Source: an optimization exercise on an open RTL-to-GDS flow (aim: small area, a short achievable clock period and few clock cycles per item). Production flows keep margins and buffers that such runs may drop. Function was checked by simulation only, so behaviour that the tests miss may differ from the original.

Design ghash_acc, start of the top module:
module ghash_acc (
    input  wire         clk,
    input  wire         rst,         
    input  wire         in_valid,
    output wire         in_ready,
    input  wire         in_first,
    input  wire         in_last,
    input  wire [127:0] in_h,
    input  wire [127:0] in_x,
    output wire         out_valid,
    input  wire         out_ready,
    output wire [127:0] out_tag
);
    reg         rdy;         
    reg         xv;          
    reg         x_last;      
    reg         sv;          
    reg         s_last;      
    reg         ov;          
    reg [127:0] x_r;         
    reg [127:0] h_s;         
    reg [254:0] tq;          
    reg [127:0] st;          
    reg [127:0] tag;         
    wire [127:0] hc, xc;
    genvar gi;
    generate for (gi = 0; gi < 128; gi = gi + 1) begin : g_bits
        assign hc[gi] = in_h[127 - gi];
        assign xc[gi] = in_x[127 - gi];
        assign out_tag[127 - gi] = tag[gi];
    end endgenerate
    wire tag_ok = ~ov | out_ready;
    wire c_mul  = sv & ~s_last & xv;         
    wire [254:0] tq_n;
    assign tq_n[0] = h_s[1] ^ h_s[6] ^ h_s[7] ^ h_s[8] ^ h_s[122];
    assign tq_n[1] = h_s[2] ^ h_s[7] ^ h_s[8] ^ h_s[9] ^ h_s[123];
    assign tq_n[2] = h_s[3] ^ h_s[8] ^ h_s[9] ^ h_s[10] ^ h_s[124];
    assign tq_n[3] = h_s[4] ^ h_s[9] ^ h_s[10] ^ h_s[11] ^ h_s[125];
    assign tq_n[4] = h_s[5] ^ h_s[10] ^ h_s[11] ^ h_s[12] ^ h_s[126];
    assign tq_n[5] = h_s[6] ^ h_s[11] ^ h_s[12] ^ h_s[13] ^ h_s[127];
    assign tq_n[6] = h_s[7] ^ h_s[12] ^ h_s[13] ^ h_s[14];
    assign tq_n[7] = h_s[8] ^ h_s[13] ^ h_s[14] ^ h_s[15];
    assign tq_n[8] = h_s[9] ^ h_s[14] ^ h_s[15] ^ h_s[16];
    assign tq_n[9] = h_s[10] ^ h_s[15] ^ h_s[16] ^ h_s[17];
    assign tq_n[10] = h_s[11] ^ h_s[16] ^ h_s[17] ^ h_s[18];
    assign tq_n[11] = h_s[12] ^ h_s[17] ^ h_s[18] ^ h_s[19];
    assign tq_n[12] = h_s[13] ^ h_s[18] ^ h_s[19] ^ h_s[20];
    assign tq_n[13] = h_s[14] ^ h_s[19] ^ h_s[20] ^ h_s[21];
    assign tq_n[14] = h_s[15] ^ h_s[20] ^ h_s[21] ^ h_s[22];
  ...
Size in the first run: about 390 I/O pins, about 120000 um2 of cells after synthesis.
==> flow/config.mk <==
export PLATFORM = sky130hd
export DESIGN_NAME = ghash_acc
export DESIGN_NICKNAME = ghash_acc
export VERILOG_FILES = /design/flow/design.v
export SDC_FILE = /design/flow/constraint.sdc
export NUM_CORES = 4
export LEC_CHECK = 0
export CAP_MARGIN = 20
export CORE_MARGIN = 2
export CORE_UTILIZATION = 65
export PLACE_DENSITY = 0.75
export SETUP_SLACK_MARGIN = 5
export SLEW_MARGIN = 20
==> flow/constraint.sdc <==
create_clock -name core_clock -period 10.0 [get_ports {clk}]
set_input_delay 2.0000 -clock core_clock [delete_from_list [all_inputs] [get_ports {clk}]]
set_output_delay 2.0000 -clock core_clock [all_outputs]
set_load 0.01 [all_outputs]
run.sh (not shown) runs the stock make flow with config.mk's settings and CLKGATE_MAP_FILE= SYNTH_SCRIPT=/design/flow/synth_recipe.tcl, a recipe that flattens the netlist after the stock synthesis.
The first run ended with an error in global routing.
Testbench counts at the start, summed over its fixed seeds: cycles 1,239, blocks 1,201.
==> next run, changes <==
CAP_MARGIN = 30   (was 20)
CORE_UTILIZATION = 55   (was 65)
PLACE_DENSITY = 0.7   (was 0.75)
SLEW_MARGIN = 40   (was 20)
What happened: This time the run finished clean; area after synthesis does not change; synthesized cell count stays the same.
==> next run, changes <==
CAP_MARGIN = 25   (was 30)
CORE_UTILIZATION = 45   (was 55)
PLACE_DENSITY = 0.65   (was 0.7)
SLEW_MARGIN = 30   (was 40)
Register-to-register slack improved by 0.15 ns.
Cell area went up by 0.56%.
First-iteration DRC count goes down by 24%.
Die area rose by 22%.


Starting RTL as in the previous note.
make LEC_CHECK=0 CAP_MARGIN=30 CORE_MARGIN=2 CORE_UTILIZATION=45 PLACE_DENSITY=0.65 SETUP_SLACK_MARGIN=5 SLEW_MARGIN=40 finish   # period 10.0 ns
Testbench counts at the start, summed over its fixed seeds: cycles 1,239, blocks 1,201.
==> next run, changes <==
CORE_UTILIZATION = 55   (was 45)
PLACE_DENSITY = 0.8   (was 0.65)
Effect: The new run aborted during global routing. Area after synthesis stays the same. Synthesized cell count stays the same.

-- what the ideal ports hide --
The results above use ideal ports. As a check the final layouts listed here were re-extracted and re-timed, cells and wires unchanged. Step 1 assumes that a clkbuf_16 drives the clock port and a buf_2 every other input. Step 2 also shifts input and output timing later by t, the mid clock arrival at the registers, as if the neighbouring blocks saw the same clock. Slacks: no drivers / after step 1 / after step 2; pairs: no drivers / after step 1.
run | t (ns) | setup slack, ns | hold WS [ns] | clock arrival spread, ns | cell pins on the clock port's net
the second run of note 1 | 0.895 | 4.536 / 4.536 / 4.312 | 0.508 / 0.508 / 0.508 | 0.079 / 0.079 | 1
the third run of note 1 | 0.843 | 4.687 / 4.687 / 4.067 | 0.518 / 0.518 / 0.518 | 0.074 / 0.075 | 1
the first run of note 2 | 0.858 | 4.520 / 4.520 / 4.054 | 0.507 / 0.507 / 0.507 | 0.096 / 0.096 | 1
After both steps every run listed still meets setup and hold. For the third run of note 1, which loses most, drivers alone change the setup slack by 0.000 ns; drivers and shift together by -0.620 ns.
